What follows belongs to an exercise in optimizing a design on an open flow for small area, a short achievable clock period and few clock cycles per item; a production flow would make more cautious choices.
Where RTL was checked, it was by simulation tests only, not by an equivalence proof against the original.
Function not checked in runs 2, 3 and 5: the RTL went through the layout flow alone.

## flow/design.v (module list and top-level ports; edited modules follow where they fit)
// module hinge_cmp: 170 lines
// module booth_mul: 902 lines
// module add_bk48: 136 lines
// module add_bk65: 185 lines
module hinge_cmp (
    input  wire        clk,
    input  wire        rst,
    input  wire        start,
    input  wire        clear,
    input  wire [23:0] clear_u,
    input  wire        form,
    input  wire        integ,
    input  wire [23:0] e_in,
    input  wire [23:0] b0,
    input  wire [23:0] b1,
    input  wire [23:0] b2,
    input  wire [23:0] b3,
    input  wire [23:0] a1,
    input  wire [23:0] a2,
    input  wire [23:0] a3,
    input  wire [5:0]  xb,
    input  wire [5:0]  xa,
    input  wire [5:0]  xe,
    input  wire [5:0]  xu,
    input  wire [23:0] u_min,
    input  wire [23:0] u_max,
    output wire        ready,
    output reg         done,
    output reg  [23:0] u_lim,
    output reg  [23:0] u_raw,
    output reg         sat,
    output reg         ovf,
    output reg         clamp
);
  // ...
==> flow/run.sh <==
#!/bin/bash
# synth_recipe.tcl (not shown) runs the flow's synth.tcl, then flattens the netlist and writes it again
# the make line also repeats each setting of config.mk as NAME=value (left out here)
make -C /OpenROAD-flow-scripts/flow DESIGN_CONFIG=/design/flow/config.mk WORK_HOME=/design/flow/orfs CLKGATE_MAP_FILE= SYNTH_SCRIPT=/design/flow/synth_recipe.tcl finish
==> flow/config.mk <==
export PLATFORM = sky130hd
export DESIGN_NAME = hinge_cmp
export DESIGN_NICKNAME = hinge_cmp
export VERILOG_FILES = /design/flow/design.v
export SDC_FILE = /design/flow/constraint.sdc
export NUM_CORES = 4
export LEC_CHECK = 0
export ABC_AREA = 1
export CAP_MARGIN = 20
export CORE_MARGIN = 2
export CORE_UTILIZATION = 40
export PLACE_DENSITY = 0.6
export SLEW_MARGIN = 20
==> flow/constraint.sdc <==
create_clock -name core_clock -period 17.0 [get_ports {clk}]
set_input_delay 3.4000 -clock core_clock [delete_from_list [all_inputs] [get_ports {clk}]]
set_output_delay 3.4000 -clock core_clock [all_outputs]
set_load 0.01 [all_outputs]
==> flow_summary.toml, run 1 <==
[critical_path]
criticalPathCategory = "reg -> reg"
crit_arrival_ns = 8.69
critPathMaxFanout = 52
cp-start-kind = "register"
r2r_start = "mc[0]"
cp_slowest_cell = "nand2_1"

[run]
maxCapViolCount = 0

[synthesis]
post-synth-top-count-cell = "nand2_1"
ys_ff_latch = 756
synth_compound_area_share_pct = 15.4
yosys_warnings = 1
yosys-top-cells-area = "dfxtp_1 (22%), nand2_1 (13%), fa_1 (11%)"

[clock_tree]
numCtsBuffers = 84
cts.clk_slew.worst_paths_ns = 0.06
root_buffer = "clkbuf_16"

[place]
post-place-ws_ns = 8.87

[cells_and_area]
multi_input_area_share_pct = 51.5
stdcell_count = 8803
regArea_um2 = 16900
multi_input_area_um2 = 30900
top_regs = "acc: 64 flops, term: 64 flops, ms: 48 flops"
seq_share_pct = 28.1
fill_cells = 12956
inv_count = 770

[sta]
max_freq_ghz = 0.123
tns_ns = 0
rsz0062_at_grt = "no"

[detailed_routing]
first_iter_violations = 4580
wl_um = 174000

[global_route]
grt_pass1_vias = 44970
antenna_found_initial = 12
use_met3_pct = 5.18

[floorplan]
start_util_pct = 40.3
die_h_um = 365

[min_path]
whs_path_depth = 0

[run_status]
status = "complete, no violations"
Testbench counts, summed over its fixed seeds: cycles 139,812, samples 23,233.
==> module hinge_cmp, before the edit <==
module hinge_cmp (
    input  wire        clk,
    input  wire        rst,
    input  wire        start,
    input  wire        clear,
    input  wire [23:0] clear_u,
    input  wire        form,
    input  wire        integ,
    input  wire [23:0] e_in,
    input  wire [23:0] b0,
    input  wire [23:0] b1,
    input  wire [23:0] b2,
    input  wire [23:0] b3,
    input  wire [23:0] a1,
    input  wire [23:0] a2,
    input  wire [23:0] a3,
    input  wire [5:0]  xb,
    input  wire [5:0]  xa,
    input  wire [5:0]  xe,
    input  wire [5:0]  xu,
    input  wire [23:0] u_min,
    input  wire [23:0] u_max,
    output wire        ready,
    output reg         done,
    output reg  [23:0] u_lim,
    output reg  [23:0] u_raw,
    output reg         sat,
    output reg         ovf,
    output reg         clamp
);
    localparam signed [63:0] ACC_MAX = 64'sh7FFF_FFFF_FFFF_FFFF;
    localparam signed [63:0] ACC_MIN = 64'sh8000_0000_0000_0000;
    reg  [6:0] ph;
    reg        form_q;
    reg        ready_q;
    wire       acc_s = ready_q & start;
    wire       acc_c = ready_q & clear;
    wire last_ph = form_q ? ph[6] : ph[5];
    wire [6:0] ph_next = acc_s ? 7'b0000001 :
                         {ph[5] & form_q, ph[4], ph[3] | (ph[2] & ~form_q), ph[2] & form_q,
                          ph[1], ph[0], 1'b0};
    assign ready = ready_q;
    reg [23:0] cq0, cq1, cq2, cq3, cq4, cq5, cq6;
    wire cq_dbl = ph[2] & ~form_q;
    reg [5:0]  xb_q, xa_q, xe_q, xu_q;
    reg [23:0] umin_q, umax_q, umin_r, umax_r;
    reg        integ_q, integ_r;
    reg [23:0] eh0, eh1, eh2, eh3;
    reg [23:0] u1, u2, u3;
    wire is_b = ph[0] | ph[1] | ph[2] | ph[3];
    wire [23:0] dsel = is_b  ? eh0 :
                       ph[4] ? u1 :
                       ph[5] ? u2 : u3;
    wire [47:0] ms_w, mc_w;
    booth_mul mul (.x(dsel), .y(cq0), .s(ms_w), .c(mc_w));
    wire signed [8:0] tb = $signed({{3{xb_q[5]}}, xb_q}) + $signed({{3{xe_q[5]}}, xe_q})
                         - $signed({{3{xu_q[5]}}, xu_q}) + 9'sd40;
    wire signed [8:0] ta = $signed({{3{xa_q[5]}}, xa_q}) + 9'sd40;
    wire signed [8:0] tr = is_b ? tb : ta;
    wire [6:0] t_w = tr[8] ? 7'd0 : (tr > 9'sd111) ? 7'd111 : tr[6:0];
    reg [47:0] ms, mc;
    reg [6:0]  tsh;
    reg        m_first;
    wire [47:0] prod;
    wire        prod_co;
    add_bk48 cpa (.a(ms), .b(mc), .ci(1'b0), .s(prod), .co(prod_co));
    wire        psg  = prod[47];
    wire [111:0] x0 = {{64{psg}}, prod};
    wire [111:0] x1 = tsh[0] ? {x0[110:0], 1'b0}  : x0;
    wire [111:0] x2 = tsh[1] ? {x1[109:0], 2'b0}  : x1;
    wire [111:0] x3 = tsh[2] ? {x2[107:0], 4'b0}  : x2;
    wire [111:0] x4 = tsh[3] ? {x3[103:0], 8'b0}  : x3;
    wire [111:0] x5 = tsh[4] ? {x4[95:0], 16'b0}  : x4;
    wire [111:0] x6 = tsh[5] ? {x5[79:0], 32'b0}  : x5;
    wire [111:0] x7 = tsh[6] ? {x6[47:0], 64'b0}  : x6;
    reg  [47:0] hm;
    integer i;
    always @(*) begin
        for (i = 0; i < 48; i = i + 1)
            hm[i] = (i + tsh >= 110);
    end
    wire fit = (tsh == 7'd111) ? (prod == 48'd0) : ~|((prod ^ {48{psg}}) & hm);
    wire [63:0] term_w = fit ? x7[110:47] : (psg ? ACC_MIN : ACC_MAX);
    wire tsat_w = ~fit;
    reg  [63:0] term;
    reg         tsat, t_first;
    reg  [63:0] acc;
    reg         sat_a;
    wire [63:0] acc_in = t_first ? 64'd0 : acc;
    wire [64:0] sum;
    wire        sum_co;
    add_bk65 acc_add (.a({acc_in[63], acc_in}), .b({term[63], term}), .ci(1'b0), .s(sum), .co(sum_co));
    wire sum_ovf = sum[64] ^ sum[63];
    wire [63:0] acc_nx = sum_ovf ? (sum[64] ? ACC_MIN : ACC_MAX) : sum[63:0];
    reg         m_last, t_last, a_last;
    wire [48:0] rnd = {acc[63], acc[63:16]} + {48'd0, acc[15]};
    wire rnd_hi = ~rnd[48] & (rnd[47:23] != 25'd0);
    wire rnd_lo =  rnd[48] & ((rnd[47:23] != {25{1'b1}}) | (rnd[22:0] == 23'd0));
    wire [23:0] raw = rnd_hi ? 24'h7FFFFF : rnd_lo ? 24'h800001 : rnd[23:0];
    wire lim_lo = $signed(raw) < $signed(umin_r);
    wire lim_hi = $signed(raw) > $signed(umax_r);
    wire [23:0] lim = lim_lo ? umin_r : lim_hi ? umax_r : raw;
    wire sat_all = sat_a | rnd_hi | rnd_lo;
    wire push = integ_r & ~sat_all & ~(lim_lo | lim_hi);
    reg  kill;    
    always @(posedge clk) begin
        if (ready_q) begin
            cq0 <= b0; cq1 <= b1; cq2 <= b2;
            cq3 <= b3; cq4 <= a1; cq5 <= a2; cq6 <= a3;
            xb_q <= xb; xa_q <= xa; xe_q <= xe; xu_q <= xu;
            umin_q <= u_min; umax_q <= u_max; integ_q <= integ;
            form_q <= form;
        end else begin
            cq0 <= cq_dbl ? cq2 : cq1;
            cq1 <= cq_dbl ? cq3 : cq2;
            cq2 <= cq3; cq3 <= cq4; cq4 <= cq5; cq5 <= cq6;
        end
        if (last_ph) begin
            umin_r <= umin_q; umax_r <= umax_q; integ_r <= integ_q;
        end
        ms <= ms_w; mc <= mc_w;
        tsh <= t_w;
        m_first <= ph[0];
        term    <= term_w;
        tsat    <= tsat_w;
        t_first <= m_first;
        acc   <= acc_nx;
        sat_a <= (t_first ? 1'b0 : sat_a) | tsat | sum_ovf;
        u_raw <= raw;
        u_lim <= lim;
        sat   <= sat_all;
        ovf   <= rnd_hi | rnd_lo;
        clamp <= lim_lo | lim_hi;
        if (rst) begin
            ph <= 7'd0;
            ready_q <= 1'b1;
            m_last <= 1'b0;
            t_last <= 1'b0;
            a_last <= 1'b0;
            done <= 1'b0;
            kill <= 1'b0;
            eh1 <= 24'd0; eh2 <= 24'd0; eh3 <= 24'd0;
            u1 <= 24'd0; u2 <= 24'd0; u3 <= 24'd0;
        end else begin
            ph <= ph_next;
            ready_q <= acc_s ? 1'b0 : (ready_q | (form_q ? ph[5] : ph[4]));
            m_last <= last_ph;
            t_last <= m_last;
            a_last <= t_last;
            done <= a_last;
            if (ready_q) begin
                eh0 <= e_in;
            end
            if (acc_c) begin
                eh1 <= 24'd0; eh2 <= 24'd0; eh3 <= 24'd0;
            end else if (ph[0] | ph[1] | ph[2]) begin
                eh0 <= eh1; eh1 <= eh2; eh2 <= eh3; eh3 <= eh0;
            end
            if (acc_c) begin
                u1 <= clear_u; u2 <= clear_u; u3 <= clear_u;
            end else if (a_last & ~kill) begin
                u1 <= push ? raw : u1; u2 <= u1; u3 <= u2;
            end
            if (acc_c)
                kill <= (|ph) | m_last | t_last;
            else if (a_last)
                kill <= 1'b0;
        end
    end
endmodule
==> inputs of run 2 (changes only) <==
--- a/flow/design.v
+++ b/flow/design.v
@@ -36,9 +36,8 @@
     wire       acc_s = ready_q & start;
     wire       acc_c = ready_q & clear;
     wire last_ph = form_q ? ph[6] : ph[5];
-    wire [6:0] ph_next = acc_s ? 7'b0000001 :
-                         {ph[5] & form_q, ph[4], ph[3] | (ph[2] & ~form_q), ph[2] & form_q,
-                          ph[1], ph[0], 1'b0};
+    wire [6:0] ph_next = {ph[5] & form_q, ph[4], ph[3] | (ph[2] & ~form_q), ph[2] & form_q,
+                          ph[1], ph[0], acc_s};
     assign ready = ready_q;
     reg [23:0] cq0, cq1, cq2, cq3, cq4, cq5, cq6;
     wire cq_dbl = ph[2] & ~form_q;
@@ -47,6 +46,8 @@
     reg        integ_q, integ_r;
     reg [23:0] eh0, eh1, eh2, eh3;
     reg [23:0] u1, u2, u3;
+    reg        clr_q;
+    reg [23:0] clru_q;
     wire is_b = ph[0] | ph[1] | ph[2] | ph[3];
     wire [23:0] dsel = is_b  ? eh0 :
                        ph[4] ? u1 :
@@ -109,6 +110,7 @@
             cq3 <= b3; cq4 <= a1; cq5 <= a2; cq6 <= a3;
             xb_q <= xb; xa_q <= xa; xe_q <= xe; xu_q <= xu;
             umin_q <= u_min; umax_q <= u_max; integ_q <= integ;
+            clru_q <= clear_u;
             form_q <= form;
         end else begin
             cq0 <= cq_dbl ? cq2 : cq1;
@@ -139,6 +141,7 @@
             a_last <= 1'b0;
             done <= 1'b0;
             kill <= 1'b0;
+            clr_q <= 1'b0;
             eh1 <= 24'd0; eh2 <= 24'd0; eh3 <= 24'd0;
             u1 <= 24'd0; u2 <= 24'd0; u3 <= 24'd0;
         end else begin
@@ -151,13 +154,14 @@
             if (ready_q) begin
                 eh0 <= e_in;
             end
-            if (acc_c) begin
+            clr_q <= acc_c;
+            if (clr_q) begin
                 eh1 <= 24'd0; eh2 <= 24'd0; eh3 <= 24'd0;
             end else if (ph[0] | ph[1] | ph[2]) begin
                 eh0 <= eh1; eh1 <= eh2; eh2 <= eh3; eh3 <= eh0;
             end
-            if (acc_c) begin
-                u1 <= clear_u; u2 <= clear_u; u3 <= clear_u;
+            if (clr_q) begin
+                u1 <= clru_q; u2 <= clru_q; u3 <= clru_q;
             end else if (a_last & ~kill) begin
                 u1 <= push ? raw : u1; u2 <= u1; u3 <= u2;
             end
==> flow/flow/run.sh (new file) <==
#!/bin/bash
# The standard layout (the standard.sh, standard synthesis included), with
# repair_timing asked to keep a setup margin so the layout runs faster than
# the 17 ns constraint. Each step's full log is under orfs/logs; make's own
# output goes to flow_make.log.
set -uo pipefail
MARGIN=${MARGIN:-12}
bash standard.sh SETUP_SLACK_MARGIN=$MARGIN finish > flow_make.log 2>&1
==> flow/standard.sh (new file) <==
#!/bin/bash
# synth_recipe.tcl (not shown) runs the flow's synth.tcl, then flattens the netlist and writes it again
# the make line also repeats each setting of config.mk as NAME=value (left out here)
make -C /OpenROAD-flow-scripts/flow DESIGN_CONFIG=/design/flow/config.mk WORK_HOME=/design/flow/orfs CLKGATE_MAP_FILE= SYNTH_SCRIPT=/design/flow/synth_recipe.tcl "${@:-finish}"
removed: flow/run.sh
==> run 2 against run 1 <==
Effect of this change: still clean; sequential share of layout area shrank 1.4 points; first-iteration DRC count is 20% higher; global-route usage up 1.6 points; register-to-register slack improved by 2.8 ns; maximum frequency grew 54%; via count increased by 6.8%; utilization increased by 3.8 points.
==> flow_summary.toml, run 2 <==
[synthesis]
avgSynthCellArea_um2 = 7.64
synth_top_cell_by_area = "dfxtp_1"
synthCells = 6978
ys_ff_latch = 781
ys_types = 62
synth_area_um2 = 53300
yosysSeqAreaShare_pct = 33.0
synth_ff_type = "dfxtp_1"
synth_nets = 7804
async_flop_share_pct = 0
synth_edf_count = 195
synth_top_cell_area_share_pct = 22.0
yosys_warnings = 1
post-synth-top-count-cell = "nand2_1"
yosys-top-cells-count = "nand2_1 (1,640), inv_1 (818), o21ai_0 (620)"
yosys-top-cells-area = "dfxtp_1 (22%), nand2_1 (12%), edfxtp_1 (11%)"

[cells_and_area]
nNetsFinal = 8134
fill_cells = 12628
final_common_cell = "nand2_1"
area_delta_synth_final_pct = 24.1
multi_input_area_um2 = 33100
fin_area_um2 = 66100
regArea_um2 = 17600
drive_gt1_share_pct = 11.3
stdcell_count = 9138
final_cell_mix = "nand2_1 (1,544), inv_1 (806), dfxtp_1 (564)"
post-route-util_pct = 50.2
top_regs = "acc: 64 flops, term: 64 flops, ms: 48 flops"

[global_route]
grt_max_degree = 126
antenna_found_initial = 16
grt_overflow = 0
grt.total_usage_pct = 27.1
grt_pass1_wl_um = 285000
grt_pass1_vias = 46905

[critical_path]
critPathMaxFanout = 10
rrSetupSlack_ns = 11.74
cp.required_ns = 17.57
cpPeakStageDelay_ns = 0.35
criticalPathCategory = "reg -> reg"
path_delay_family = "compound AO/OA/AOI/OAI gates"
path_buf_inv = 5
setup.worst_path.end_class = "register"
cp_slowest_cell = "fa_2"
cp-start-kind = "register"
crit_arrival_ns = 5.83

[clock_tree]
holdBufCountCts = 0
numCtsBuffers = 87
clock-sinks = 781
root_buffer = "clkbuf_16"
h-tree-depth = 3
ctsLongestPathBuffers = 3
cts.clk_slew.worst_paths_ns = 0.06
clock_latency_ns = 0.72
cts_tree = "done"

[run_status]
status = "complete, no violations"

[sta]
timing.final.crit_share_pct = 31.0
slew_headroom_pct = 12.8
skew_ns = 0.0364
rsz0062_at_grt = "yes"
max_freq_ghz = 0.190
worstMarginPinSlew_ns = 1.31
timing.hold.ws_ns = 0.410
hold_viol = 0
drv_slew = 0
final.min_clock_period_ns = 5.26
tns_ns = 0
setup_viol = 0

[detailed_routing]
detail-route-antenna-nets = 0
first_iter_violations = 5508
vias = 50267
wl_per_cell_um = 21.4
drc_errors = 0
dr.pass1.iters = 8
post_drt_via_cell_ratio = 5.50
wl_um = 195000

[place]
gp_congestion = 0.962
dp_hpwl_um = 129000
dpl_cell_area_um2 = 58100
io_buffer_count = 346
dpl.cell_count = 8754

[min_path]
hold_class = "reg -> reg"

[floorplan]
start_util_pct = 40.4
die_h_um = 369
io_pins = 347
core_um2 = 132000
num_rows = 133
dieArea_um2 = 136000
die_w_um = 369

[run]
maxCapViolCount = 0
-- run 2: cell types whose count changed after synthesis, sizes merged, moves of 15 or more --
cell    before   now
a31oi      153    92
edfxtp     171   195
a211oi       8    35
o22ai      292   266
nand2     1795  1648
nor2       563   593
xnor2        6    39
nand3      119   134
a21oi      220   268
xor2       404   355
a21boi      24     6
inv        760   832
o21ai      537   667
-- run 2: final timing paths --
| check | startpoint | to | cells past startpoint |
|---|---|---|---|
| setup / recovery | mc[0] | term[7] | 32 |
| hold / removal | ph[0] | m_first | 0 |
| setup reg to reg | mc[0] | term[7] | 32 |
| hold reg to reg | ph[0] | m_first | 0 |
-- run 2: what timing repair did --
| item | CTS | global route |
|---|---|---|
| buffers inserted | 82 | 73 |
| gates resized for setup | 299 | 376 |
| hold endpoints to repair | 0 | 0 |
| setup endpoints to repair | 296 | 220 |
| cloned | 37 | 27 |
| pin swaps | 63 | 136 |
-- run 2: logic make-up after synthesis --
logic type / share of synthesized area, %
DFF: 33.0
buffers and inverters: 8.97
and+or+nand+nor: 18.8
muxes: 0.244
adders and majority gates: 16.5
AOI/OAI and AO/OA: 16.0
xor gates and xnor gates: 6.48
-- run 2: per-stage QoR --
| step | worst slack [ns] |
|---|---|
| 6_report | 11.74 |
| 3_5_place_dp | 8.17 |
| 3_3_place_gp | 8.46 |
| 5_1_grt | 11.45 |
| 2_1_floorplan | 11.99 |
| 4_1_cts | 11.60 |
-- run 2: layout make-up --
type                    count  share of cell area, %
repair inverters            4                 0.0587
inverters                 842                   4.92
flip-flops and latches    781                   26.7
multi-input cells        4968                   50.1
repair buffers            624                   10.5
clock inverters            46                  0.829
clock buffers             115                   3.68
well taps                1755                   3.32
diodes                      3                 0.0114
-- run 2: layer usage --
metal  global-route usage (%)  wire, µm  up-vias
li1                         -         -    23435
met1                     36.5     80800    23786
met2                     42.7     87300     2529
met3                     5.60     18700      499
met4                     9.95      8510       18
met5                        0       119        -
==> inputs of run 3 (changes only) <==
--- a/flow/flow/run.sh
+++ b/flow/flow/run.sh
@@ -4,5 +4,5 @@
 # the 17 ns constraint. Each step's full log is under orfs/logs; make's own
 # output goes to flow_make.log.
 set -uo pipefail
-MARGIN=${MARGIN:-12}
+MARGIN=${MARGIN:-12.5}
 bash standard.sh SETUP_SLACK_MARGIN=$MARGIN finish > flow_make.log 2>&1
==> run 3 against run 2 <==
Effect of this change: still clean; wire length grew 7.6%; global-route usage grew 2.0 points; critical path depth shrank 3; worst hold slack lost 0.058 ns; clock-buffer cell count shrank 1; maximum frequency grew 1.6%; synthesized cell count is the same; via count grew 3.3%; critical path type unchanged; critical endpoint is now term[1]; highest routed layer unchanged.
==> flow_summary.toml, run 3 <==
[sta]
slew_headroom_pct = 23.9
max_freq_ghz = 0.193
timing.final.crit_share_pct = 30.5
drv_slew = 0
timing.hold.ws_ns = 0.352
tns_ns = 0
rsz0062_at_grt = "yes"
hold_viol = 0
fin_ws_ns = 11.82
setup_viol = 0
worstMarginPinSlew_ns = 1.14
skew_ns = 0.0614
final.min_clock_period_ns = 5.18

[place]
dp_hpwl_um = 130000
io_buffer_count = 346
gp_congestion = 0.954
dpl_cell_area_um2 = 58300
post-place-ws_ns = 9.17

[detailed_routing]
wl_um = 210000
post_drt_via_cell_ratio = 5.56
dr.pass1.iters = 8
first_iter_violations = 5876
drc_errors = 0
detail-route-antenna-nets = 0
vias = 51949
wl_per_cell_um = 22.5

[clock_tree]
holdBufCountCts = 0
cts_tree = "done"
clock_latency_ns = 0.73
root_buffer = "clkbuf_16"
numCtsBuffers = 86
ctsLongestPathBuffers = 3
clock-sinks = 781
h-tree-depth = 3
cts.clk_slew.worst_paths_ns = 0.06

[synthesis]
synth_top_cell_by_area = "dfxtp_1"
async_flop_share_pct = 0
synth_ff_type = "dfxtp_1"
yosys-top-cells-count = "nand2_1 (1,640), inv_1 (818), o21ai_0 (620)"
synth_top_cell_area_share_pct = 22.0
ys_types = 62
synth_nets = 7804
yosysSeqAreaShare_pct = 33.0
yosys_warnings = 1
synthCells = 6978
yosys-top-cells-area = "dfxtp_1 (22%), nand2_1 (12%), edfxtp_1 (11%)"
avgSynthCellArea_um2 = 7.64
synth_edf_count = 195
post-synth-top-count-cell = "nand2_1"
synth_area_um2 = 53300
ys_ff_latch = 781

[cells_and_area]
drive_gt1_share_pct = 21.0
final_cell_mix = "nand2_1 (1,475), inv_1 (714), nor2_1 (555)"
nNetsFinal = 8331
top_regs = "acc: 64 flops, term: 64 flops, ms: 48 flops"
fin_area_um2 = 70900
area_delta_synth_final_pct = 33.0
final_common_cell = "nand2_1"

[floorplan]
core_um2 = 132000
num_rows = 133
io_pins = 347
start_util_pct = 40.4
die_h_um = 369
die_w_um = 369
dieArea_um2 = 136000

[global_route]
grt_overflow = 0
grt_max_degree = 126
grt_pass1_wl_um = 305000
grt.total_usage_pct = 29.1
antenna_found_initial = 13
grt_pass1_vias = 49151

[run]
maxCapViolCount = 0

[critical_path]
cp.required_ns = 17.56
cp-start-kind = "register"
cp_slowest_cell = "fa_2"
criticalPathCategory = "reg -> reg"
crit_arrival_ns = 5.74
path_delay_family = "compound AO/OA/AOI/OAI gates"
setup.worst_path.end_class = "register"
cpPeakStageDelay_ns = 0.39
path_buf_inv = 2
critPathMaxFanout = 8

[run_status]
status = "complete, no violations"

[min_path]
hold_class = "reg -> reg"
-- run 3: worst paths after layout --
path / depth (start not counted) / end / from / slack [ns]
worst max-delay path: 29 / term[1] / ms[0] / 11.82
worst min-delay path: 0 / t_first / m_first / 0.35
worst max register to register: 29 / term[1] / ms[0] / 11.82
worst min register to register: 0 / t_first / m_first / 0.35
-- run 3: what timing repair did --
item | CTS | global route
resized for setup | 1000 | 637
endpoints found under the setup margin | 362 | 291
cloned | 69 | 9
pin swaps | 259 | 210
buffers inserted | 240 | 95
-- run 3: layout make-up --
| type | instances | area, µm² |
|---|---|---|
| clock buffers | 114 | 2480 |
| fillers | 11888 | 60900 |
| clock inverters | 45 | 639 |
| repair inverters | 14 | 219 |
| inverters | 842 | 3310 |
| multi-input cells | 4973 | 35300 |
| well taps | 1755 | 2200 |
| repair buffers | 807 | 8970 |
| diodes | 6 | 15.0 |
| flip-flops and latches | 781 | 17700 |
-- run 3: logic make-up after synthesis --
kind of cell / count (synthesis) / synth area share [%]
mux: 13 / 0.244
fa+ha+maj: 533 / 16.5
flops: 781 / 33.0
xor+xnor: 394 / 6.48
simple gates: 2509 / 18.8
buf+inv: 1255 / 8.97
compound gates: 1493 / 16.0
-- run 3: per-stage QoR --
stage	cells	utilization, %
after global placement	8759	44.2
after global routing	9334	53.8
final	9337	53.8
after CTS	9227	51.3
after detailed placement	8759	44.2
after floorplan	6978	-
-- run 3: routing by layer --
metal / share of wire (%) / vias up / global-route usage [%]
li1: - / 23849 / -
met1: 40 / 24582 / 38.4
met2: 45 / 2839 / 45.9
met3: 10 / 661 / 6.43
met4: 5.0 / 18 / 12.5
met5: 0.065 / - / 0
==> inputs of run 4 (changes only) <==
--- a/flow/design.v
+++ b/flow/design.v
@@ -39,6 +39,7 @@
     wire [6:0] ph_next = {ph[5] & form_q, ph[4], ph[3] | (ph[2] & ~form_q), ph[2] & form_q,
                           ph[1], ph[0], acc_s};
     assign ready = ready_q;
+    wire       cap_en = ~|ph | last_ph;
     reg [23:0] cq0, cq1, cq2, cq3, cq4, cq5, cq6;
     wire cq_dbl = ph[2] & ~form_q;
     reg [5:0]  xb_q, xa_q, xe_q, xu_q;
@@ -105,7 +106,7 @@
     wire push = integ_r & ~sat_all & ~(lim_lo | lim_hi);
     reg  kill;    
     always @(posedge clk) begin
-        if (ready_q) begin
+        if (cap_en) begin
             cq0 <= b0; cq1 <= b1; cq2 <= b2;
             cq3 <= b3; cq4 <= a1; cq5 <= a2; cq6 <= a3;
             xb_q <= xb; xa_q <= xa; xe_q <= xe; xu_q <= xu;
@@ -151,7 +152,7 @@
             t_last <= m_last;
             a_last <= t_last;
             done <= a_last;
-            if (ready_q) begin
+            if (cap_en) begin
                 eh0 <= e_in;
             end
             clr_q <= acc_c;
--- a/flow/flow/run.sh
+++ b/flow/flow/run.sh
@@ -4,5 +4,5 @@
 # the 17 ns constraint. Each step's full log is under orfs/logs; make's own
 # output goes to flow_make.log.
 set -uo pipefail
-MARGIN=${MARGIN:-12.5}
+MARGIN=${MARGIN:-11.5}
 bash standard.sh SETUP_SLACK_MARGIN=$MARGIN finish > flow_make.log 2>&1
==> run 4 against run 3 <==
Effect of this change: still clean; via count is 6.2% lower; die area hardly changed; final cell count is 4.0% lower; maximum frequency is 4.7% lower; utilization is 6.0 points lower; global-route usage is 2.4 points lower; highest routed layer unchanged.
==> flow_summary.toml, run 4 <==
[cells_and_area]
top_regs = "acc: 64 flops, term: 64 flops, ms: 48 flops"
nNetsFinal = 7958
drive_gt1_share_pct = 7.51
final_common_cell = "nand2_1"
fill_cells = 12895
area_delta_synth_final_pct = 18.3
post-route-util_pct = 47.8
final_cell_mix = "nand2_1 (1,427), inv_1 (807), nor2_1 (590)"

[run_status]
status = "complete, no violations"

[critical_path]
criticalPathCategory = "reg -> reg"
rr_worst_depth = 14
critPathMaxFanout = 24
cpPeakStageDelay_ns = 1.04
crit_chain = "inv_2, o21ai_1, buf_4, o22ai_1, xor2_1, fa_1, inv_1, fa_1, inv_1, fa_1, inv_1, fa_1, inv_1, fa_1"
setup.worst_path.end_class = "register"
r2r_start = "cq0[7]"
cp-start-kind = "register"
crit_arrival_ns = 6.00
cp.required_ns = 17.56
crit_top_cell = "fa_1"
cp_slowest_cell = "dfxtp_1"
startpoint = "cq0[7]"

[clock_tree]
holdBufCountCts = 0
h-tree-depth = 3
ctsLongestPathBuffers = 3
clock_latency_ns = 0.71
root_buffer = "clkbuf_16"
cts_tree = "done"
cts.clk_slew.worst_paths_ns = 0.06
clock-sinks = 781
numCtsBuffers = 87

[synthesis]
yosysSeqAreaShare_pct = 33.0
avgSynthCellArea_um2 = 7.70
synth_nets = 7755
yosys-top-cells-count = "nand2_1 (1,454), inv_1 (815), o21ai_0 (604)"
synth_edf_count = 195
ys_types = 61
yosys-top-cells-area = "dfxtp_1 (22%), edfxtp_1 (11%), fa_1 (11%)"
synth_area_um2 = 53300
synth_top_cell_by_area = "dfxtp_1"
synth_ff_type = "dfxtp_1"
yosys_warnings = 1
post-synth-top-count-cell = "nand2_1"
synth_top_cell_area_share_pct = 22.0
async_flop_share_pct = 0
synthCells = 6929
ys_ff_latch = 781

[detailed_routing]
vias = 48738
wl_um = 189000
detail-route-antenna-nets = 0
drc_errors = 0
wl_per_cell_um = 21.1
dr.pass1.iters = 6
first_iter_violations = 4656
post_drt_via_cell_ratio = 5.44

[global_route]
grt_max_degree = 197
grt_overflow = 0
grt_pass1_wl_um = 282000
antenna_found_initial = 14
grt_pass1_vias = 46305
grt.total_usage_pct = 26.7

[sta]
hold_viol = 0
setup_viol = 0
skew_ns = 0.0429
max_freq_ghz = 0.184
timing.final.crit_share_pct = 32.0
tns_ns = 0
slew_headroom_pct = 24.2
rsz0062_at_grt = "yes"
drv_slew = 0
worstMarginPinSlew_ns = 1.14
final.min_clock_period_ns = 5.43

[floorplan]
die_w_um = 369
io_pins = 347
dieArea_um2 = 136000
start_util_pct = 40.4
die_h_um = 369
num_rows = 133
core_um2 = 132000

[min_path]
whs_path_depth = 0
hold_class = "reg -> reg"
min_from = "umin_q[18]"

[place]
dp_hpwl_um = 133000
io_buffer_count = 346
gp_congestion = 0.954

[run]
maxCapViolCount = 0
run 4: final cells by class:
class / instances / area [µm²] / share of cell area [%]
flip-flops and latches: 781 / 17600 / 27.9
well taps: 1755 / 2200 / 3.48
diodes: 2 / 5.00 / 0.00793
clock inverters: 48 / 509 / 0.807
inverters: 842 / 3230 / 5.12
repair buffers: 531 / 5350 / 8.48
clock buffers: 114 / 2440 / 3.87
multi-input cells: 4889 / 31700 / 50.3
run 4: critical path, delay by kind of cell (launching register included):
family / cells / cell delay [ns]
buffers and inverters: 6 / 1.25
AOI/OAI and AO/OA: 2 / 0.41
adders and majority gates: 5 / 2.40
xor gates and xnor gates: 1 / 0.19
DFF: 1 / 1.04
run 4: through the flow:
| step | setup WS, ns | instance area [µm²] | hold slack, ns | cells |
|---|---|---|---|---|
| final | 11.57 | 63100 | 0.409 | 8962 |
| after global routing | 11.40 | 63100 | 0.420 | 8961 |
| after CTS | 11.46 | 62200 | 0.412 | 8916 |
| after detailed placement | 9.09 | 58300 | 0.393 | 8704 |
| after global placement | 9.29 | 58300 | 0.393 | 8703 |
| after floorplan | 11.88 | 53300 | 0.310 | 6929 |
run 4: cells by family (layout without fill, tap and decap cells):
kind of cell	after synthesis	after routing	share of synthesized area, %
compound gates	1523	1523	16.3
flops	781	781	33.0
mux	11	11	0.206
xor+xnor	420	420	6.90
other cells	0	2	0
buf+inv	1266	1535	9.06
fa+ha+maj	532	532	16.5
simple gates	2396	2403	18.1
run 4: layer usage:
layer / vias to the layer above / track usage [%] / share of wire, %
met5: - / 0 / 0.067
met4: 18 / 8.66 / 3.5
met3: 401 / 5.49 / 8.5
met2: 2050 / 42.8 / 45
met1: 23180 / 36.0 / 43
li1: 23089 / - / -
run 4: path summary, 6_finish.rpt:
path | endpoint | slack [ns]
setup / recovery | mc[29] | 11.57
hold reg to reg | umin_r[18] | 0.41
setup reg to reg | mc[29] | 11.57
hold / removal | umin_r[18] | 0.41
run 4: repair_timing:
| item | 4_1_cts | 5_1_grt |
|---|---|---|
| hold endpoints to repair | 0 | 0 |
| gates cloned | 11 | 9 |
| setup endpoints to repair | 230 | 212 |
| buffers inserted | 39 | 35 |
| gates resized for setup | 112 | 145 |
| pin swaps | 21 | 51 |
Testbench counts of run 4, summed over its fixed seeds: cycles 139,812, samples 23,233.
==> inputs of run 5 (changes only) <==
--- a/flow/design.v
+++ b/flow/design.v
@@ -82,12 +82,13 @@
             hm[i] = (i + tsh >= 110);
     end
     wire fit = (tsh == 7'd111) ? (prod == 48'd0) : ~|((prod ^ {48{psg}}) & hm);
-    wire [63:0] term_w = fit ? x7[110:47] : (psg ? ACC_MIN : ACC_MAX);
-    wire tsat_w = ~fit;
-    reg  [63:0] term;
-    reg         tsat, t_first;
+    wire [63:0] win_w = x7[110:47];
+    reg  [63:0] win;
+    reg         tfit, tsg, t_first;
     reg  [63:0] acc;
     reg         sat_a;
+    wire [63:0] term = tfit ? win : {tsg, {63{~tsg}}};
+    wire        tsat = ~tfit;
     wire [63:0] acc_in = t_first ? 64'd0 : acc;
     wire [64:0] sum;
     wire        sum_co;
@@ -124,8 +125,9 @@
         ms <= ms_w; mc <= mc_w;
         tsh <= t_w;
         m_first <= ph[0];
-        term    <= term_w;
-        tsat    <= tsat_w;
+        win     <= win_w;
+        tfit    <= fit;
+        tsg     <= psg;
         t_first <= m_first;
         acc   <= acc_nx;
         sat_a <= (t_first ? 1'b0 : sat_a) | tsat | sum_ovf;
--- a/flow/flow/run.sh
+++ b/flow/flow/run.sh
@@ -4,5 +4,5 @@
 # the 17 ns constraint. Each step's full log is under orfs/logs; make's own
 # output goes to flow_make.log.
 set -uo pipefail
-MARGIN=${MARGIN:-11.5}
+MARGIN=${MARGIN:-12}
 bash standard.sh SETUP_SLACK_MARGIN=$MARGIN finish > flow_make.log 2>&1
==> run 5 against run 4 <==
Effect of this change: final cell count grew 0.66%; via count rose by 1.6%; critical path type unchanged; largest cell class unchanged; critical path depth is 14 higher; wire length grew 1.5%; worst hold slack worse by 0.010 ns; worst setup slack gained 0.42 ns; still clean; utilization rose by 0.87 points.
==> flow_summary.toml, run 5 <==
[run_status]
status = "complete, no violations"

[critical_path]
r2r-end = "u1[18]"
cp-start-kind = "register"
cp-endpoint = "u1[18]"
setup.worst_path.end_class = "register"
cp_slowest_cell = "dfxtp_2"
critPathMaxFanout = 8
cpPeakStageDelay_ns = 0.35
cp.required_ns = 17.53
r2r_start = "acc[16]"
criticalPathCategory = "reg -> reg"
rrSetupSlack_ns = 11.98
crit_top_cell = "nand2_4"
crit_arrival_ns = 5.55
rr_worst_depth = 28
startpoint = "acc[16]"

[floorplan]
io_pins = 347
core_um2 = 133000
num_rows = 134
die_h_um = 369
die_w_um = 369
dieArea_um2 = 137000
start_util_pct = 40.2

[detailed_routing]
post_drt_via_cell_ratio = 5.49
drc_errors = 0
detail-route-antenna-nets = 0
wl_um = 192000
dr.pass1.iters = 6
wl_per_cell_um = 21.3
vias = 49513
first_iter_violations = 5164

[synthesis]
ys_ff_latch = 782
yosys-top-cells-area = "dfxtp_1 (22%), edfxtp_1 (11%), fa_1 (11%)"
synth_area_um2 = 53400
post-synth-top-count-cell = "nand2_1"
synthCells = 6901
ys_types = 65
yosys-top-cells-count = "nand2_1 (1,319), inv_1 (903), o21ai_0 (669)"
synth_top_cell_area_share_pct = 22.0
yosysSeqAreaShare_pct = 33.0
synth_edf_count = 195
synth_nets = 7727
yosys_warnings = 1
synth_ff_type = "dfxtp_1"
synth_top_cell_by_area = "dfxtp_1"
async_flop_share_pct = 0
avgSynthCellArea_um2 = 7.74

[cells_and_area]
nNetsFinal = 8002
drive_gt1_share_pct = 10.1
area_delta_synth_final_pct = 21.1
stdcell_count = 9021
top_regs = "acc: 64 flops, win: 64 flops, ms: 48 flops"
fill_cells = 12809
final_cell_mix = "nand2_1 (1,280), inv_1 (882), o21ai_0 (604)"
final_common_cell = "nand2_1"

[place]
post-place-ws_ns = 9.76
gp_congestion = 0.948
dp_hpwl_um = 130000
dpl.cell_count = 8691
io_buffer_count = 346

[sta]
setup_viol = 0
worstMarginPinSlew_ns = 1.16
final.min_clock_period_ns = 5.02
timing.final.crit_share_pct = 29.5
tns_ns = 0
slew_headroom_pct = 22.9
skew_ns = 0.0376
fin_ws_ns = 11.98
rsz0062_at_grt = "yes"
max_freq_ghz = 0.199
drv_slew = 0
hold_viol = 0

[global_route]
antenna_found_initial = 9
grt.total_usage_pct = 27.0
grt_pass1_vias = 47493
grt_overflow = 0
grt_max_degree = 129
grt_pass1_wl_um = 286000

[clock_tree]
numCtsBuffers = 87
h-tree-depth = 3
cts_tree = "done"
ctsLongestPathBuffers = 3
clock_latency_ns = 0.71
holdBufCountCts = 0
clock-sinks = 782
cts.clk_slew.worst_paths_ns = 0.06
root_buffer = "clkbuf_16"

[min_path]
hold_class = "reg -> reg"

[run]
maxCapViolCount = 0
## run 5: changes by cell type after synthesis, sizes merged, moves of 9 or more
cell    delta
a21oi      +9
a31oi      +9
buf       -14
clkbuf    +15
inv       +87
nand2    -139
nand3     -24
nor2      -33
nor3      -17
o21ai     +54
o31ai     -15
xnor2     -31
xor2      +57
## run 5: cells by family (layout without fill, tap and decap cells)
family          Yosys count  in the layout  share of synthesized area [%]
mux                      14             14                          0.262
compound gates         1587           1591                           17.0
other cells               0              5                              0
fa+ha+maj               534            534                           16.5
simple gates           2189           2203                           16.5
buf+inv                1349           1678                           9.55
flops                   782            782                           33.0
xor+xnor                446            446                           7.31
## run 5: cell type report
| cell class | count | area, µm² | share of cell area (%) |
|---|---|---|---|
| Timing Repair Buffer | 589 | 6230 | 9.62 |
| Tap cell | 1768 | 2210 | 3.42 |
| Sequential cell | 782 | 17600 | 27.3 |
| Clock buffer | 114 | 2430 | 3.76 |
| Inverter | 924 | 3540 | 5.48 |
| Multi-Input combinational cell | 4788 | 32200 | 49.7 |
| Clock inverter | 47 | 464 | 0.717 |
| Antenna cell | 5 | 12.5 | 0.0193 |
| Timing Repair inverter | 4 | 20.0 | 0.0309 |
## run 5: metal layers
metal / routed length [µm] / global-route usage, %
met3: 17500 / 6.03
met2: 86300 / 43.0
met5: 48 / 0
met1: 78700 / 35.0
met4: 9360 / 11.9
## run 5: worst min path at each step
| stage | start | end | slack [ns] | cells after the start |
|---|---|---|---|---|
| floorplan | m_first | t_first | 0.31 | 0 |
| global placement | ph[0] | m_first | 0.39 | 0 |
| detailed placement | cq4[21] | cq3[21] | 0.40 | 2 |
| CTS | umax_q[23] | umax_r[23] | 0.40 | 0 |
| global route | umax_q[23] | umax_r[23] | 0.42 | 0 |
| finish | umax_q[23] | umax_r[23] | 0.40 | 0 |
## run 5: metrics by stage
step           instance area, µm²  utilization (%)  hold slack (ns)
2_1_floorplan               53400                -            0.310
3_3_place_gp                58400             43.9            0.394
3_5_place_dp                58400             43.9            0.403
4_1_cts                     63100             47.5            0.396
5_1_grt                     64700             48.7            0.415
6_report                    64700             48.7            0.399
## run 5: worst max-delay path, delay by kind of cell, from the launching register on
kind	cells	cell delay (ns)
DFF	1	0.35
buffers and inverters	7	1.00
AOI/OAI and AO/OA	5	0.96
adders and majority gates	3	0.58
xor gates and xnor gates	1	0.18
and+or+nand+nor	12	1.76
## run 5: repair_timing
action / 4_1_cts / 5_1_grt
setup endpoints to repair: 342 / 219
gates cloned: 27 / 17
pin swaps: 35 / 100
setup buffers: 54 / 66
gates resized for setup: 246 / 220
==> inputs of run 6 (changes only) <==
--- a/flow/design.v
+++ b/flow/design.v
@@ -49,10 +49,11 @@
     reg [23:0] u1, u2, u3;
     reg        clr_q;
     reg [23:0] clru_q;
-    wire is_b = ph[0] | ph[1] | ph[2] | ph[3];
-    wire [23:0] dsel = is_b  ? eh0 :
-                       ph[4] ? u1 :
-                       ph[5] ? u2 : u3;
+    reg  sel_b, sel_u1, sel_u2;
+    wire is_b = sel_b;
+    wire [23:0] dsel = sel_b  ? eh0 :
+                       sel_u1 ? u1 :
+                       sel_u2 ? u2 : u3;
     wire [47:0] ms_w, mc_w;
     booth_mul mul (.x(dsel), .y(cq0), .s(ms_w), .c(mc_w));
     wire signed [8:0] tb = $signed({{3{xb_q[5]}}, xb_q}) + $signed({{3{xe_q[5]}}, xe_q})
@@ -81,7 +82,7 @@
         for (i = 0; i < 48; i = i + 1)
             hm[i] = (i + tsh >= 110);
     end
-    wire fit = (tsh == 7'd111) ? (prod == 48'd0) : ~|((prod ^ {48{psg}}) & hm);
+    wire fit = (tsh == 7'd111) ? (prod == 48'd0) : (~|(prod & hm) | &(prod | ~hm));
     wire [63:0] win_w = x7[110:47];
     reg  [63:0] win;
     reg         tfit, tsg, t_first;
@@ -125,6 +126,9 @@
         ms <= ms_w; mc <= mc_w;
         tsh <= t_w;
         m_first <= ph[0];
+        sel_b  <= |ph_next[3:0];
+        sel_u1 <= ph_next[4];
+        sel_u2 <= ph_next[5];
         win     <= win_w;
         tfit    <= fit;
         tsg     <= psg;
@@ -145,8 +149,6 @@
             done <= 1'b0;
             kill <= 1'b0;
             clr_q <= 1'b0;
-            eh1 <= 24'd0; eh2 <= 24'd0; eh3 <= 24'd0;
-            u1 <= 24'd0; u2 <= 24'd0; u3 <= 24'd0;
         end else begin
             ph <= ph_next;
             ready_q <= acc_s ? 1'b0 : (ready_q | (form_q ? ph[5] : ph[4]));
@@ -154,26 +156,33 @@
             t_last <= m_last;
             a_last <= t_last;
             done <= a_last;
-            if (cap_en) begin
-                eh0 <= e_in;
-            end
             clr_q <= acc_c;
-            if (clr_q) begin
-                eh1 <= 24'd0; eh2 <= 24'd0; eh3 <= 24'd0;
-            end else if (ph[0] | ph[1] | ph[2]) begin
-                eh0 <= eh1; eh1 <= eh2; eh2 <= eh3; eh3 <= eh0;
-            end
-            if (clr_q) begin
-                u1 <= clru_q; u2 <= clru_q; u3 <= clru_q;
-            end else if (a_last & ~kill) begin
-                u1 <= push ? raw : u1; u2 <= u1; u3 <= u2;
-            end
             if (acc_c)
                 kill <= (|ph) | m_last | t_last;
             else if (a_last)
                 kill <= 1'b0;
         end
     end
+    reg rst_q;
+    always @(posedge clk) begin
+        rst_q <= rst;
+        if (cap_en)
+            eh0 <= e_in;
+        if (rst_q) begin
+            eh1 <= 24'd0; eh2 <= 24'd0; eh3 <= 24'd0;
+        end else if (clr_q) begin
+            eh1 <= 24'd0; eh2 <= 24'd0; eh3 <= 24'd0;
+        end else if (ph[0] | ph[1] | ph[2]) begin
+            eh0 <= eh1; eh1 <= eh2; eh2 <= eh3; eh3 <= eh0;
+        end
+        if (rst_q) begin
+            u1 <= 24'd0; u2 <= 24'd0; u3 <= 24'd0;
+        end else if (clr_q) begin
+            u1 <= clru_q; u2 <= clru_q; u3 <= clru_q;
+        end else if (a_last & ~kill) begin
+            u1 <= push ? raw : u1; u2 <= u1; u3 <= u2;
+        end
+    end
 endmodule
 module booth_mul(input [23:0] x, input [23:0] y, output [47:0] s, output [47:0] c);
   wire one0 = y[0] ^ 1'b0;
--- a/flow/config.mk
+++ b/flow/config.mk
@@ -9,5 +9,6 @@
 export CAP_MARGIN = 20
 export CORE_MARGIN = 2
 export CORE_UTILIZATION = 40
+export CTS_BUF_LIST = sky130_fd_sc_hd__clkbuf_4 sky130_fd_sc_hd__clkbuf_8
 export PLACE_DENSITY = 0.6
 export SLEW_MARGIN = 20
==> run 6 against run 5 <==
Effect of this change: wire length fell by 2.1%; still clean on timing, DRC and antenna; clock skew is 0.024 ns higher; critical path type unchanged; flip-flop and latch count up 4; final cell count is 2.1% higher; critical endpoint is now u1[16]; worst setup slack gained 0.021 ns; synthesized cell count rose by 1.8%; maximum frequency grew 0.41%.
==> flow_summary.toml, run 6 <==
[run_status]
status = "complete, no violations"

[detailed_routing]
dr.pass1.iters = 6
first_iter_violations = 4830
post_drt_via_cell_ratio = 5.38
met1_length_um = 79900
wl_per_cell_um = 20.4
wl_um = 188000
wl_met2_um = 84000
drc_errors = 0
vias = 49504
route.met3.wl_um = 16100
top_layer_used = "met5"
detail-route-antenna-nets = 0

[synthesis]
yosys-top-cells-count = "nand2_1 (1,461), inv_1 (971), o21ai_0 (656)"
synth_area_um2 = 53600
synth_ff_type = "dfxtp_1"
synth_edf_count = 171
synthCells = 7024
yosysSeqAreaShare_pct = 32.6
ys_ff_latch = 786
ys_types = 62
yosys-top-cells-area = "dfxtp_1 (23%), fa_1 (11%), nand2_1 (10%)"
synth_top_cell_area_share_pct = 23.0
synth_top_cell_by_area = "dfxtp_1"
avgSynthCellArea_um2 = 7.63
async_flop_share_pct = 0
synth_nets = 7849
post-synth-top-count-cell = "nand2_1"
yosys_warnings = 1

[sta]
timing.final.crit_share_pct = 29.4
drv_slew = 0
rsz0062_at_grt = "yes"
fin_ws_ns = 12.00
skew_ns = 0.0615
final.min_clock_period_ns = 5.00
max_freq_ghz = 0.200
slew_headroom_pct = 30.2
worstMarginPinSlew_ns = 1.05
hold_viol = 0
tns_ns = 0
setup_viol = 0

[place]
gp_congestion = 0.954
dp_hpwl_um = 129000
io_buffer_count = 346
post-place-ws_ns = 10.08

[critical_path]
setup.worst_path.end_class = "register"
path_delay_family = "simple AND/OR/NAND/NOR gates"
critPathMaxFanout = 8
cpPeakStageDelay_ns = 0.43
cp.required_ns = 17.70
criticalPathCategory = "reg -> reg"
path_buf_inv = 8
rrSetupSlack_ns = 12.00
crit_arrival_ns = 5.70
cp-start-kind = "register"
cp_slowest_cell = "nor4_4"

[clock_tree]
h-tree-depth = 4
cts_tree = "done"
ctsLongestPathBuffers = 3
root_buffer = "clkbuf_8"
clock_latency_ns = 0.89
cts.clk_slew.worst_paths_ns = 0.06
clock-sinks = 786
holdBufCountCts = 0
numCtsBuffers = 140

[global_route]
grt_pass1_wl_um = 281000
antenna_found_initial = 19
grt_overflow = 0
grt_pass1_vias = 47500
grt_max_degree = 106
grt.total_usage_pct = 26.5

[cells_and_area]
fill_cells = 13047
regArea_um2 = 17500
final_common_cell = "nand2_1"
top_regs = "acc: 64 flops, win: 64 flops, ms: 48 flops"
drive_gt1_share_pct = 10.9
nNetsFinal = 8148
multi_input_area_um2 = 32400
final_cell_mix = "nand2_1 (1,406), inv_1 (952), dfxtp_1 (601)"
area_delta_synth_final_pct = 20.3

[floorplan]
die_w_um = 370
dieArea_um2 = 137000
io_pins = 347
num_rows = 134
die_h_um = 370
start_util_pct = 40.2
core_um2 = 133000

[run]
maxCapViolCount = 0

[min_path]
hold_class = "reg -> reg"
run 6: worst paths after layout:
kind | start | cells after the start | to
hold / removal | ph[4] | 0 | sel_u2
setup reg to reg | acc[15] | 32 | u1[16]
hold reg to reg | ph[4] | 0 | sel_u2
setup / recovery | acc[15] | 32 | u1[16]
run 6: timing repair:
action | in CTS | in global routing
buffers inserted | 49 | 54
pin swaps | 58 | 93
endpoints found under the setup margin | 282 | 207
cloned | 27 | 10
hold endpoints to repair | 0 | 0
resized for setup | 278 | 207
run 6: cells by family after synthesis:
kind of cell	synth area share, %
and+or+nand+nor	17.0
AOI/OAI and AO/OA	16.9
buffers and inverters	9.97
DFF	32.6
adders and majority gates	16.4
xor gates and xnor gates	6.85
muxes	0.336
run 6: cell type report:
cell class | instances | share of cell area (%)
repair buffers | 556 | 8.58
inverters | 989 | 5.84
clock inverters | 39 | 0.652
well taps | 1768 | 3.43
repair inverters | 2 | 0.0194
diodes | 4 | 0.0155
flip-flops and latches | 786 | 27.1
clock buffers | 214 | 4.08
multi-input cells | 4848 | 50.3
run 6: metal layers:
metal	vias up	track usage [%]
met4	28	10.7
met1	23402	34.8
met3	471	5.90
met5	-	0
li1	23466	-
met2	2137	42.1
run 6: stage by stage:
stage               cells  util, %  instance area, µm²  hold WS [ns]
detailed placement   8809     43.9               58600         0.349
floorplan            7024        -               53600         0.310
finish               9206     48.4               64500         0.361
global route         9205     48.4               64500         0.365
global placement     8808     43.9               58500         0.344
CTS                  9138     47.5               63300         0.362
Testbench counts of run 6, summed over its fixed seeds: cycles 139,812, samples 23,233.
==> inputs of run 7 (changes only) <==
--- a/flow/config.mk
+++ b/flow/config.mk
@@ -9,6 +9,5 @@
 export CAP_MARGIN = 20
 export CORE_MARGIN = 2
 export CORE_UTILIZATION = 40
-export CTS_BUF_LIST = sky130_fd_sc_hd__clkbuf_4 sky130_fd_sc_hd__clkbuf_8
 export PLACE_DENSITY = 0.6
 export SLEW_MARGIN = 20
==> run 7 against run 6 <==
Effect of this change: still clean; clock-buffer cell count fell by 97; die area stayed put; flip-flop and latch count is the same; wire length fell by 1.4%; non-clock buffer count decreased by 15; first-iteration DRC count increased by 1.9%; critical path depth is 3 higher.
==> flow_summary.toml, run 7 <==
[sta]
drv_slew = 0
slew_headroom_pct = 26.6
rsz0062_at_grt = "yes"
worstMarginPinSlew_ns = 1.10
tns_ns = 0
max_freq_ghz = 0.200
hold_viol = 0
final.min_clock_period_ns = 5.00
timing.final.crit_share_pct = 29.4
setup_viol = 0
skew_ns = 0.0558

[synthesis]
post-synth-top-count-cell = "nand2_1"
avgSynthCellArea_um2 = 7.63
synth_edf_count = 171
yosys_warnings = 1
yosys-top-cells-count = "nand2_1 (1,461), inv_1 (971), o21ai_0 (656)"
synth_nets = 7849
synth_top_cell_area_share_pct = 23.0
synth_area_um2 = 53600
synth_top_cell_by_area = "dfxtp_1"
ys_ff_latch = 786
synthCells = 7024
synth_ff_type = "dfxtp_1"
ys_types = 62
yosys-top-cells-area = "dfxtp_1 (23%), fa_1 (11%), nand2_1 (10%)"
yosysSeqAreaShare_pct = 32.6
async_flop_share_pct = 0

[detailed_routing]
drc_errors = 0
vias = 48888
wl_um = 185000
detail-route-antenna-nets = 0
post_drt_via_cell_ratio = 5.37
dr.pass1.iters = 6
wl_per_cell_um = 20.4
first_iter_violations = 4921

[cells_and_area]
drive_gt1_share_pct = 8.62
final_common_cell = "nand2_1"
stdcell_count = 9097
nNetsFinal = 8076
final_cell_mix = "nand2_1 (1,435), inv_1 (952), dfxtp_1 (602)"
area_delta_synth_final_pct = 19.8
top_regs = "acc: 64 flops, win: 64 flops, ms: 48 flops"

[floorplan]
io_pins = 347
start_util_pct = 40.2
core_um2 = 133000
num_rows = 134
dieArea_um2 = 137000
die_h_um = 370
die_w_um = 370

[place]
dpl.cell_count = 8809
gp_congestion = 0.954
io_buffer_count = 346
dp_hpwl_um = 129000

[critical_path]
r2r_start = "acc[15]"
criticalPathCategory = "reg -> reg"
cp-start-kind = "register"
setup.worst_path.end_class = "register"
cpPeakStageDelay_ns = 0.35
cp.required_ns = 17.63
rrSetupSlack_ns = 12.00
rr_worst_depth = 35
r2r-end = "u1[0]"
crit_arrival_ns = 5.63
critPathMaxFanout = 8
cp_slowest_cell = "dfxtp_2"

[global_route]
grt_overflow = 0
top_usage_layer = "met2"
grt_pass1_vias = 46942
grt_pass1_wl_um = 278000
use_met3_pct = 5.38
grt_max_degree = 106
antenna_found_initial = 16
met2_usage_pct = 41.7
grtUsageMet1_pct = 35.0
grt.total_usage_pct = 26.2

[min_path]
min_from = "ph[4]"
whs_path_depth = 0
hold_class = "reg -> reg"
holdPathEnd = "sel_u2"

[clock_tree]
numCtsBuffers = 89
ctsLongestPathBuffers = 3
h-tree-depth = 3
holdBufCountCts = 0
clock-sinks = 786
root_buffer = "clkbuf_16"
cts_tree = "done"
clock_latency_ns = 0.74
cts.clk_slew.worst_paths_ns = 0.06

[run_status]
status = "complete, no violations"

[run]
maxCapViolCount = 0
==> run 7: routing by layer <==
layer / vias to the layer above / part of all wire (%)
li1: 23295 / -
met1: 23140 / 43
met2: 2010 / 45
met3: 421 / 8.3
met4: 22 / 3.9
met5: - / 0.083
==> run 7: timing repair <==
| item | CTS | global route |
|---|---|---|
| gates cloned | 24 | 10 |
| gates resized for setup | 224 | 180 |
| endpoints found under the setup margin | 271 | 209 |
| pin swaps | 48 | 64 |
| setup buffers | 47 | 37 |
==> run 7: kinds of logic (layout without fill, tap and decap cells) <==
| logic type | count (synthesis) | count (layout) | share of synthesized area [%] |
|---|---|---|---|
| buffers and inverters | 1410 | 1700 | 9.97 |
| adder cells (fa/ha/maj) | 532 | 532 | 16.4 |
| multiplexers | 18 | 18 | 0.336 |
| flip-flops | 786 | 786 | 32.6 |
| other | 0 | 1 | 0 |
| AND/OR/NAND/NOR | 2278 | 2289 | 17.0 |
| AO/OA/AOI/OAI | 1581 | 1584 | 16.9 |
| XOR/XNOR | 419 | 419 | 6.85 |
==> run 7: how the worst max path moves through the flow <==
stage	depth (start not counted)	from	endpoint	slack, ns
floorplan	28	acc[15]	u_lim[23]	12.00
global placement	26	acc[15]	u1[22]	10.22
detailed placement	24	acc[16]	u1[23]	10.08
CTS	33	acc[16]	u1[23]	11.99
global route	35	acc[15]	u1[0]	11.78
finish	35	acc[15]	u1[0]	12.00
==> run 7: metrics by stage <==
stage	setup slack, ns	hold slack, ns	instance area, µm²	util [%]
global route	11.78	0.366	64200	48.1
detailed placement	10.08	0.349	58600	43.9
finish	12.00	0.359	64200	48.1
floorplan	12.00	0.310	53600	-
CTS	11.99	0.361	63100	47.4
global placement	10.22	0.344	58500	43.9
==> run 7: final cells by class <==
type	count	area [µm²]
Fill cell	12978	69100
Multi-Input combinational cell	4842	32100
Sequential cell	786	17500
Timing Repair Buffer	541	5500
Inverter	989	3770
Clock buffer	117	2550
Tap cell	1768	2210
Clock inverter	51	526
Timing Repair inverter	2	12.5
Antenna cell	1	2.50
==> run 7: critical path: cells and delay by family (launching register included) <==
kind                     cells  cell delay [ns]
flip-flops                   1             0.35
AND/OR/NAND/NOR             19             1.82
adder cells (fa/ha/maj)      3             0.55
AO/OA/AOI/OAI                5             0.95
buffers and inverters        8             1.20
==> inputs of run 8 (changes only) <==
--- a/flow/flow/run.sh
+++ b/flow/flow/run.sh
@@ -4,5 +4,5 @@
 # the 17 ns constraint. Each step's full log is under orfs/logs; make's own
 # output goes to flow_make.log.
 set -uo pipefail
-MARGIN=${MARGIN:-12}
+MARGIN=${MARGIN:-12.5}
 bash standard.sh SETUP_SLACK_MARGIN=$MARGIN finish > flow_make.log 2>&1
==> run 8 against run 7 <==
Effect of this change: register-to-register slack barely moved; sequential share of layout area is 2.0 points lower; critical path type unchanged; wire length is 7.6% higher; design area up 8.5%; global-route usage rose by 0.70 points; worst setup slack improved by 0.014 ns; critical path depth shrank 10; utilization increased by 4.1 points; highest routed layer unchanged; still clean on timing, DRC and antenna; critical endpoint is now u1[6]; non-clock buffer count is 249 higher.
==> flow_summary.toml, run 8 <==
[critical_path]
setup.worst_path.end_class = "register"
crit_arrival_ns = 5.56
cp.required_ns = 17.58
criticalPathCategory = "reg -> reg"
startpoint = "acc[24]"
cp-start-kind = "register"
rrSetupSlack_ns = 12.02
r2r_start = "acc[24]"
r2r-end = "u1[6]"
critPathMaxFanout = 6
rr_worst_depth = 25

[detailed_routing]
vias = 51301
post_drt_via_cell_ratio = 5.49
detail-route-antenna-nets = 0
wl_per_cell_um = 21.3
drc_errors = 0
first_iter_violations = 5568
wl_um = 199000
dr.pass1.iters = 6

[global_route]
grt_pass1_wl_um = 285000
grt_pass1_vias = 47693
grt_overflow = 0
grt_max_degree = 97
grt.total_usage_pct = 26.9
antenna_found_initial = 12

[sta]
rsz0062_at_grt = "yes"
fin_ws_ns = 12.02
slew_headroom_pct = 19.4
setup_viol = 0
tns_ns = 0
timing.final.crit_share_pct = 29.3
max_freq_ghz = 0.201
skew_ns = 0.0496
final.min_clock_period_ns = 4.98
worstMarginPinSlew_ns = 1.21
drv_slew = 0
hold_viol = 0

[synthesis]
synth_ff_type = "dfxtp_1"
async_flop_share_pct = 0
yosysSeqAreaShare_pct = 32.6
avgSynthCellArea_um2 = 7.63
yosys_warnings = 1
post-synth-top-count-cell = "nand2_1"
synth_nets = 7849
synth_area_um2 = 53600
yosys-top-cells-area = "dfxtp_1 (23%), fa_1 (11%), nand2_1 (10%)"
synth_edf_count = 171
synthCells = 7024
ys_types = 62
synth_top_cell_by_area = "dfxtp_1"
ys_ff_latch = 786
synth_top_cell_area_share_pct = 23.0
yosys-top-cells-count = "nand2_1 (1,461), inv_1 (971), o21ai_0 (656)"

[cells_and_area]
nNetsFinal = 8324
area_delta_synth_final_pct = 29.9
top_regs = "acc: 64 flops, win: 64 flops, ms: 48 flops"
post-route-util_pct = 52.2
final_cell_mix = "nand2_1 (1,324), inv_1 (915), dfxtp_1 (546)"
fill_cells = 12364
drive_gt1_share_pct = 18.0
final_common_cell = "nand2_1"

[min_path]
hold_class = "reg -> reg"
min_from = "ph[4]"
whs_path_depth = 0
holdPathEnd = "sel_u2"

[floorplan]
dieArea_um2 = 137000
die_w_um = 370
io_pins = 347
core_um2 = 133000
start_util_pct = 40.2
num_rows = 134
die_h_um = 370

[clock_tree]
holdBufCountCts = 0
cts_tree = "done"
h-tree-depth = 3
clock_latency_ns = 0.73
clock-sinks = 786
numCtsBuffers = 88
cts.clk_slew.worst_paths_ns = 0.06
root_buffer = "clkbuf_16"
ctsLongestPathBuffers = 3

[run_status]
status = "complete, no violations"

[place]
gp_congestion = 0.932
post-place-ws_ns = 10.24
dp_hpwl_um = 128000
io_buffer_count = 346

[run]
maxCapViolCount = 0
run 8: cell counts after synthesis:
Identical to the previous run, type by type.
run 8: critical path, cell delays in order, from the launching register on:
cell and delay (ns):
dfxtp_1 0.45, nand2_2 0.21, nor2_1 0.24, nand2_1 0.13, nor2_4 0.20, buf_12 0.16
nand3_2 0.11, o41ai_4 0.34, buf_4 0.19, buf_4 0.23, nand2_4 0.14, buf_6 0.16
nand2_2 0.19, ha_1 0.29, nand2_1 0.13, o21ai_0 0.15, a21oi_2 0.31, o311ai_4 0.16
xnor2_2 0.23, o41ai_4 0.17, nand4_4 0.10, buf_12 0.13, buf_12 0.12, nand2_8 0.11
nand2_2 0.14, a21oi_2 0.05
run 8: worst max-delay path by stage:
stage | end | slack [ns]
2_1_floorplan | u_lim[1] | 12.51
3_3_place_gp | u1[22] | 10.20
3_5_place_dp | u1[2] | 10.24
4_1_cts | u1[23] | 12.15
5_1_grt | u1[23] | 11.78
6_report | u1[6] | 12.02
run 8: per-stage QoR:
stage	hold WS, ns	cell area (µm²)	cells
after CTS	0.349	65700	9166
after detailed placement	0.348	58600	8813
after floorplan	0.310	53600	7024
final	0.348	69600	9344
after global routing	0.358	69600	9343
after global placement	0.349	58600	8813
run 8: layer usage:
layer	vias up	track usage (%)	wire length, µm
met5	-	0	114
met4	16	10.6	9280
met3	576	5.65	19000
met2	2541	43.0	89200
met1	24364	35.6	81700
li1	23804	-	-
run 8: logic make-up (layout without fill, tap and decap cells):
logic type / count (synthesis) / in the layout / share of synthesized area, %
simple gates: 2278 / 2287 / 17.0
compound gates: 1581 / 1585 / 16.9
buf+inv: 1410 / 1947 / 9.97
flops: 786 / 786 / 32.6
fa+ha+maj: 532 / 532 / 16.4
xor+xnor: 419 / 419 / 6.85
mux: 18 / 18 / 0.336
other cells: 0 / 2 / 0
run 8: area by class of cell:
class | instances | area (µm²) | area share, %
timing repair buffer | 790 | 8790 | 12.6
clock inverter | 45 | 721 | 1.04
clock buffer | 120 | 2510 | 3.60
multi-input combinational | 4841 | 34000 | 48.8
timing repair inverter | 3 | 17.5 | 0.0252
tap | 1768 | 2210 | 3.18
antenna | 2 | 5.00 | 0.00719
inverter | 989 | 3830 | 5.50
sequential | 786 | 17600 | 25.2
run 8: what timing repair did:
item	in CTS	in global routing
gates cloned	37	33
resized for setup	804	666
setup buffers	151	143
pin swaps	137	221
endpoints found under the setup margin	298	280

separate check: timing with driven ports:
Ports are ideal in the flow. The routed layouts listed here were re-timed in OpenROAD. Step 1, drivers: a clkbuf_16 drives clk and a buf_2 each remaining input, both assumed. Step 2 moves the port delays by t, midway between the first and last clock arrival at a register: inputs arrive t later, outputs are due t later. That takes back most of the time a late clock gives input paths. Three values: ideal, step 1, step 2; two values: the first two.
run | t, ns | setup WS [ns] | worst data-port slew with drivers (ns) | pins driven straight from the clock port
run 1 | 0.776 | 8.894 / 8.894 / 8.894 | 0.10 | 1
run 2 | 0.793 | 11.737 / 11.737 / 11.496 | 0.13 | 1
run 3 | 0.773 | 11.820 / 11.820 / 11.820 | 0.11 | 1
run 4 | 0.762 | 11.567 / 11.567 / 11.327 | 0.12 | 1
run 5 | 0.766 | 11.983 / 11.974 / 11.433 | 0.10 | 1
run 6 | 0.947 | 12.004 / 11.994 / 12.004 | 0.12 | 1
run 7 | 0.784 | 12.004 / 11.974 / 12.004 | 0.12 | 1
run 8 | 0.795 | 12.018 / 12.018 / 12.018 | 0.10 | 1
After both steps every run listed still meets setup and hold. The setup slack of run 5, which loses most, moves by -0.009 ns with the drivers and by -0.550 ns with both steps.
